From an optimization exercise on the open Yosys and OpenROAD flow, aimed at small area, a short achievable clock period and few clock cycles per item; shortcuts taken in it are not production practice. Only simulation tests tie the RTL to the original design; equivalence was not proved. Power is estimated from default activity; no workload was simulated.

==> inputs of run K <==
## mix_unit
module mix_unit (
    input  wire        clk,
    input  wire        rst,         
    input  wire        in_valid,
    output reg         in_ready,
    input  wire        in_last,     
    input  wire [23:0] in_x,        
    input  wire [23:0] in_g,        
    input  wire [1:0]  in_op,       
    input  wire [4:0]  in_sink,
    output reg         out_valid,
    output reg  [4:0]  out_sink,
    output reg  [23:0] out_value,   
    output reg         out_sat,     
    output reg         out_aov      
);
    localparam OP_SET    = 2'b00;
    localparam OP_ACC    = 2'b01;
    localparam OP_ACCNEG = 2'b10;
    localparam NV        = 8;       
    wire accept = in_valid & in_ready & ~rst;
    wire [24:0] g_ext = {in_g, 1'b0};
    wire [11:0] bd_neg, bd_one, bd_two;
    genvar gi;
    generate
        for (gi = 0; gi < 12; gi = gi + 1) begin : g_booth
            assign bd_neg[gi] = g_ext[2*gi+2];
            assign bd_one[gi] = g_ext[2*gi+1] ^ g_ext[2*gi];
            assign bd_two[gi] = ( g_ext[2*gi+2] & ~g_ext[2*gi+1] & ~g_ext[2*gi]) |
                                (~g_ext[2*gi+2] &  g_ext[2*gi+1] &  g_ext[2*gi]);
        end
    endgenerate
    reg        s0_v;
    reg        s0_last;
    reg [23:0] s0_x;
    reg [11:0] s0_neg, s0_one, s0_two;
    reg [1:0]  s0_op;
    reg [4:0]  s0_sink;
    reg        s0_same;           
    reg [4:0]  prev_sink;         
    reg        prev_valid;        
    always @(posedge clk) begin
        if (rst)
            prev_valid <= 1'b0;
        else if (accept)
            prev_valid <= ~in_last;
        if (accept)
            prev_sink <= in_sink;
        s0_same <= prev_valid & (in_sink == prev_sink);
        s0_v    <= accept;
        s0_last <= in_last;
        s0_x    <= in_x;
        s0_neg  <= bd_neg;
        s0_one  <= bd_one;
        s0_two  <= bd_two;
        s0_op   <= in_op;
  ...
Settings: LEC_CHECK=0, CAP_MARGIN=20, CORE_MARGIN=2, CORE_UTILIZATION=55, CTS_CLUSTER_DIAMETER=100, CTS_CLUSTER_SIZE=25, PLACE_DENSITY=0.7, SLEW_MARGIN=20; clock period 13.0 ns.
standard.sh (not shown) runs the stock make flow with config.mk's settings and CLKGATE_MAP_FILE= SYNTH_SCRIPT=/design/flow/synth_recipe.tcl, a recipe that flattens the netlist after the stock synthesis.
==> flow/flow/run.sh <==
#!/bin/bash
# Standard layout, with timing repair aimed below the clock period: repair
# treats any path slower than (period - SETUP_SLACK_MARGIN) as failing.
set -euo pipefail
bash standard.sh SETUP_SLACK_MARGIN=9.0 finish > flow.log 2>&1
==> run E (differences from run K) <==
--- a/flow/design.v
+++ b/flow/design.v
@@ -83,10 +83,12 @@
     reg        cur_last, wb_last;
     reg        aov_n, aov_o;
     reg        ro_act;
     reg [4:0]  rp;                
     reg [31:0] rp_sel;            
+    reg        pdone;             
+    wire       done_now = pdone | (wb_valid & wb_last);
     wire [47:0] r0 = s1_rows[47:0];
     wire [47:0] r1 = s1_rows[95:48];
     wire [47:0] r2 = s1_rows[143:96];
     wire [47:0] cs_s = r0 ^ r1 ^ r2;
     wire [47:0] cs_c = {(r0[46:0] & r1[46:0]) | (r0[46:0] & r2[46:0]) |
@@ -123,22 +125,27 @@
         end
     end
     wire [39:0] port1    = s1_sink[0] ? bank1 : bank0;
     wire [39:0] port2    = rp[0] ? bank1 : bank0;
     wire [39:0] rd_val   = fwd_c ? cur : fwd_w ? wb : port1;
-    wire        first    = ~s1_same & ~fwd_c & ~fwd_w & ~wn[s1_sink];
+    wire [31:0] wb_bit   = wb_valid ? (32'd1 << wb_sink) : 32'd0;
+    wire [31:0] wo_nxt   = wn | wb_bit;
+    wire        xp       = s1_v & done_now;
+    wire        first    = ~s1_same & ((~fwd_c & ~fwd_w & ~wn[s1_sink]) | xp);
     wire        is_set   = s1_op == OP_SET;
     always @(posedge clk) begin
         s2_last <= s1_last;
         s2_sink <= s1_sink;
         s2_b    <= nop ? 28'd0 : (neg ? ~prod : prod);
         s2_cin  <= s1_v & neg;
         s2_same <= ~s1_v | (s1_same & ~is_set);
         s2_az   <= is_set | first;
-        s2_cap  <= s1_v & first & ro_act & wo[s1_sink];
-        s2_vgt  <= {1'b0, s1_sink} > ({1'b0, rp} + {5'd0, ro_go});
-        s2_veq  <= {1'b0, s1_sink} == ({1'b0, rp} + {5'd0, ro_go});
+        s2_cap  <= s1_v & first & (xp ? (wn[s1_sink] | fwd_w) : (ro_act & wo[s1_sink]));
+        s2_vgt  <= xp ? (s1_sink != 5'd0) :
+                   ({1'b0, s1_sink} > ({1'b0, rp} + {5'd0, ro_go}));
+        s2_veq  <= xp ? (s1_sink == 5'd0) :
+                   ({1'b0, s1_sink} == ({1'b0, rp} + {5'd0, ro_go}));
         s2_a    <= rd_val;
     end
     wire [39:0] a_new = s2_a & {40{~s2_az}};
     wire [40:0] b_op  = {{12{s2_b[27]}}, s2_b, s2_cin};
     wire [40:0] sum_c = {cur,   1'b1} + b_op;
@@ -221,20 +228,18 @@
         out_sink  <= r_sink;
         out_value <= r_sat[23:0];
         out_sat   <= r_sat[24];
         out_aov   <= r_aov;
     end
-    reg  pdone;                   
     reg  [6:0] ro_age;            
     wire ro_late  = ro_act & ro_age[6] & ro_age[4];
     reg  block;                   
-    wire done_now = pdone | (wb_valid & wb_last);
     wire swap     = done_now & (~ro_act | (ro_go & (rp == 5'd31)));
+    wire lw_s1    = s1_v & s1_last;
     wire lw_s2    = s2_v & s2_last;
-    wire early    = lw_s2 & ~ro_act & ~done_now & ~(cur_valid & cur_last);
-    wire young    = (s0_v & s0_last) | (s1_v & s1_last);
-    wire unblock  = ~young & ((swap & ~lw_s2) | early);
+    wire early    = lw_s1 & ~lw_s2 & ~ro_act & ~done_now & ~(cur_valid & cur_last);
+    wire unblock  = ~(s0_v & s0_last) & ((swap & ~lw_s1 & ~lw_s2) | early);
     wire block_n  = (accept & in_last) | (block & ~unblock);
     always @(posedge clk) begin
         if (rst) begin
             in_ready  <= 1'b1;
             s1_v      <= 1'b0;
@@ -274,11 +279,11 @@
                     ro_act <= 1'b0;
             end
             vv <= (vv & ~(ro_go ? v_hit : {NV{1'b0}})) |
                   (v_keep ? v_alloc : {NV{1'b0}});
             if (swap) begin
-                wo        <= wn | (wb_valid ? (32'd1 << wb_sink) : 32'd0);
+                wo        <= wo_nxt;
                 wn        <= 32'd0;
                 aov_o     <= aov_n;
                 aov_n     <= 1'b0;
                 pdone     <= 1'b0;
                 cur_valid <= 1'b0;
==> flow/flow/run.sh (replaced) <==
#!/bin/bash
# Standard layout, with timing repair aimed below the clock period: repair
# treats any path slower than (period - SETUP_SLACK_MARGIN) as failing.
set -euo pipefail
bash standard.sh SETUP_SLACK_MARGIN=9.4 finish > flow.log 2>&1
==> flow/config.mk (replaced) <==
export PLATFORM = sky130hd
export DESIGN_NAME = mix_unit
export DESIGN_NICKNAME = mix_unit
export VERILOG_FILES = /design/flow/design.v
export SDC_FILE = /design/flow/constraint.sdc
export NUM_CORES = 4
export LEC_CHECK = 0
export CAP_MARGIN = 20
export CORE_MARGIN = 2
export CORE_UTILIZATION = 60
export CTS_CLUSTER_DIAMETER = 80
export CTS_CLUSTER_SIZE = 20
export PLACE_DENSITY = 0.75
export SLEW_MARGIN = 20
==> run B (differences from run K) <==
--- a/flow/design.v
+++ b/flow/design.v
@@ -83,10 +83,12 @@
     reg        cur_last, wb_last;
     reg        aov_n, aov_o;
     reg        ro_act;
     reg [4:0]  rp;                
     reg [31:0] rp_sel;            
+    reg        pdone;             
+    wire       done_now = pdone | (wb_valid & wb_last);
     wire [47:0] r0 = s1_rows[47:0];
     wire [47:0] r1 = s1_rows[95:48];
     wire [47:0] r2 = s1_rows[143:96];
     wire [47:0] cs_s = r0 ^ r1 ^ r2;
     wire [47:0] cs_c = {(r0[46:0] & r1[46:0]) | (r0[46:0] & r2[46:0]) |
@@ -123,22 +125,27 @@
         end
     end
     wire [39:0] port1    = s1_sink[0] ? bank1 : bank0;
     wire [39:0] port2    = rp[0] ? bank1 : bank0;
     wire [39:0] rd_val   = fwd_c ? cur : fwd_w ? wb : port1;
-    wire        first    = ~s1_same & ~fwd_c & ~fwd_w & ~wn[s1_sink];
+    wire [31:0] wb_bit   = wb_valid ? (32'd1 << wb_sink) : 32'd0;
+    wire [31:0] wo_nxt   = wn | wb_bit;
+    wire        xp       = s1_v & done_now;
+    wire        first    = ~s1_same & ((~fwd_c & ~fwd_w & ~wn[s1_sink]) | xp);
     wire        is_set   = s1_op == OP_SET;
     always @(posedge clk) begin
         s2_last <= s1_last;
         s2_sink <= s1_sink;
         s2_b    <= nop ? 28'd0 : (neg ? ~prod : prod);
         s2_cin  <= s1_v & neg;
         s2_same <= ~s1_v | (s1_same & ~is_set);
         s2_az   <= is_set | first;
-        s2_cap  <= s1_v & first & ro_act & wo[s1_sink];
-        s2_vgt  <= {1'b0, s1_sink} > ({1'b0, rp} + {5'd0, ro_go});
-        s2_veq  <= {1'b0, s1_sink} == ({1'b0, rp} + {5'd0, ro_go});
+        s2_cap  <= s1_v & first & (xp ? (wn[s1_sink] | fwd_w) : (ro_act & wo[s1_sink]));
+        s2_vgt  <= xp ? (s1_sink != 5'd0) :
+                   ({1'b0, s1_sink} > ({1'b0, rp} + {5'd0, ro_go}));
+        s2_veq  <= xp ? (s1_sink == 5'd0) :
+                   ({1'b0, s1_sink} == ({1'b0, rp} + {5'd0, ro_go}));
         s2_a    <= rd_val;
     end
     wire [39:0] a_new = s2_a & {40{~s2_az}};
     wire [40:0] b_op  = {{12{s2_b[27]}}, s2_b, s2_cin};
     wire [40:0] sum_c = {cur,   1'b1} + b_op;
@@ -221,20 +228,18 @@
         out_sink  <= r_sink;
         out_value <= r_sat[23:0];
         out_sat   <= r_sat[24];
         out_aov   <= r_aov;
     end
-    reg  pdone;                   
     reg  [6:0] ro_age;            
     wire ro_late  = ro_act & ro_age[6] & ro_age[4];
     reg  block;                   
-    wire done_now = pdone | (wb_valid & wb_last);
     wire swap     = done_now & (~ro_act | (ro_go & (rp == 5'd31)));
+    wire lw_s1    = s1_v & s1_last;
     wire lw_s2    = s2_v & s2_last;
-    wire early    = lw_s2 & ~ro_act & ~done_now & ~(cur_valid & cur_last);
-    wire young    = (s0_v & s0_last) | (s1_v & s1_last);
-    wire unblock  = ~young & ((swap & ~lw_s2) | early);
+    wire early    = lw_s1 & ~lw_s2 & ~ro_act & ~done_now & ~(cur_valid & cur_last);
+    wire unblock  = ~(s0_v & s0_last) & ((swap & ~lw_s1 & ~lw_s2) | early);
     wire block_n  = (accept & in_last) | (block & ~unblock);
     always @(posedge clk) begin
         if (rst) begin
             in_ready  <= 1'b1;
             s1_v      <= 1'b0;
@@ -274,11 +279,11 @@
                     ro_act <= 1'b0;
             end
             vv <= (vv & ~(ro_go ? v_hit : {NV{1'b0}})) |
                   (v_keep ? v_alloc : {NV{1'b0}});
             if (swap) begin
-                wo        <= wn | (wb_valid ? (32'd1 << wb_sink) : 32'd0);
+                wo        <= wo_nxt;
                 wn        <= 32'd0;
                 aov_o     <= aov_n;
                 aov_n     <= 1'b0;
                 pdone     <= 1'b0;
                 cur_valid <= 1'b0;
==> flow/flow/run.sh (replaced) <==
#!/bin/bash
# Standard layout, with timing repair aimed below the clock period: repair
# treats any path slower than (period - SETUP_SLACK_MARGIN) as failing.
set -euo pipefail
bash standard.sh SETUP_SLACK_MARGIN=9.3 finish > flow.log 2>&1
--- a/flow/config.mk
+++ b/flow/config.mk
@@ -5,10 +5,10 @@
 export SDC_FILE = /design/flow/constraint.sdc
 export NUM_CORES = 4
 export LEC_CHECK = 0
 export CAP_MARGIN = 20
 export CORE_MARGIN = 2
-export CORE_UTILIZATION = 55
+export CORE_UTILIZATION = 65
 export CTS_CLUSTER_DIAMETER = 100
 export CTS_CLUSTER_SIZE = 25
-export PLACE_DENSITY = 0.7
+export PLACE_DENSITY = 0.78
 export SLEW_MARGIN = 20
==> summary.md <==
| Metric | Value |
|---|---|
| Number of gates resized after CTS | `54` |
| Proportion of synthesized area in mux cells | `1.67%` |
| Number of cells in the finished layout apart from fillers | `8837` |
| Placer congestion estimate | `0.949` |
| Number of antenna violations at the first check in global routing | `2` |
| Sum of internal, switching and leakage power | `between 15 and 20 mW` |
| Number of non-clock buffers in the layout | `232` |
| Sequential cell power | `9.14 mW` |
| Number of DRC markers in iteration 0 | `roughly 8500` |
| Run status | `timing/DRC/antenna clean` |
| Data arrival at the endpoint of the critical path | `1.35 ns` |
| Clock latency on the worst-skew pair | `between 0.7 and 0.8 ns` |
| Number of clock buffers in the layout | `170` |
# the run above: run K

==> summary.md <==
| Metric | Value |
|---|---|
| Run status | `timing/DRC/antenna clean` |
| Placer congestion estimate | `0.956` |
| Sequential cell power | `between 9 and 10 mW` |
| Data arrival at the endpoint of the critical path | `1.24 ns` |
| Number of cells in the finished layout apart from fillers | `8535` |
| Number of distinct library cell variants in the gate-level netlist after synthesis | `83` |
| Worst Setup Path Type | `flip-flop to primary output` |
| Met1 global-route usage | `48.8%` |
| Internal power | `11.8 mW` |
| Number of DRC markers in iteration 0 | `8818` |
| Sum of internal, switching and leakage power | `around 17 mW` |
| Number of gates resized after CTS | `187` |
| Number of clock buffers in the layout | `163` |
| Proportion of synthesized area in mux cells | `between 1.5 and 2%` |
| Clock latency on the worst-skew pair | `0.77 ns` |
# the run above: run B

==> summary.md <==
| Metric | Value |
|---|---|
| Number of non-clock buffers in the layout | `261` |
| Number of DRC markers in iteration 0 | `8483` |
| Detailed route wirelength on metal2 | `122000 um` |
| Sum of internal, switching and leakage power | `18.1 mW` |
| Clock latency on the worst-skew pair | `0.79 ns` |
| Sequential cell power | `9.13 mW` |
| Number of antenna violations at the first check in global routing | `1` |
| Run status | `timing/DRC/antenna clean` |
| Number of gates resized after CTS | `194` |
| Proportion of synthesized area in mux cells | `approximately 1.7%` |
| Number of cells in the finished layout apart from fillers | `just under 9000` |
| Data arrival at the endpoint of the critical path | `1.24 ns` |
| CP top delay family | `flip-flops` |
| Startpoint kind of the worst setup timing path | `flip-flop` |
| Number of clock buffers in the layout | `199` |
# the run above: run E

Testbench counts of run K, summed over its fixed seeds: cycles 28,029, items 25,835.
Testbench counts of run E, summed over its fixed seeds: cycles 27,833, items 25,835.
Testbench counts of run B, summed over its fixed seeds: cycles 27,833, items 25,835.

==> port drivers added, routing unchanged <==
Ports are ideal in the flow. The routed layouts listed here were re-timed in OpenROAD. Step 1, drivers: a clkbuf_16 drives clk and a buf_2 each remaining input, both assumed. Step 2 adds t to the input delays and takes it off the output delays; t is the mean of the earliest and latest rising clock arrival at the registers after step 1. Input paths then give back, and output paths get back, about the clock's delay inside the block. Three values: ideal ports, drivers, drivers and shift; two values: the first two.
run | t (ns) | setup slack, ns | clock arrival spread, ns | worst register clock-pin slew, ns | cell pins on the clock port's net
run K | 0.828 | 9.051 / 8.973 / 8.485 | 0.036 / 0.036 | 0.11 / 0.11 | 1
run E | 0.851 | 9.157 / 9.079 / 8.662 | 0.050 / 0.050 | 0.09 / 0.09 | 1
run B | 0.836 | 9.159 / 9.072 / 8.601 | 0.056 / 0.056 | 0.11 / 0.11 | 1
After both steps every run listed still meets setup and hold. For run K, which loses most, drivers alone change the setup slack by -0.078 ns; drivers and shift together by -0.566 ns.
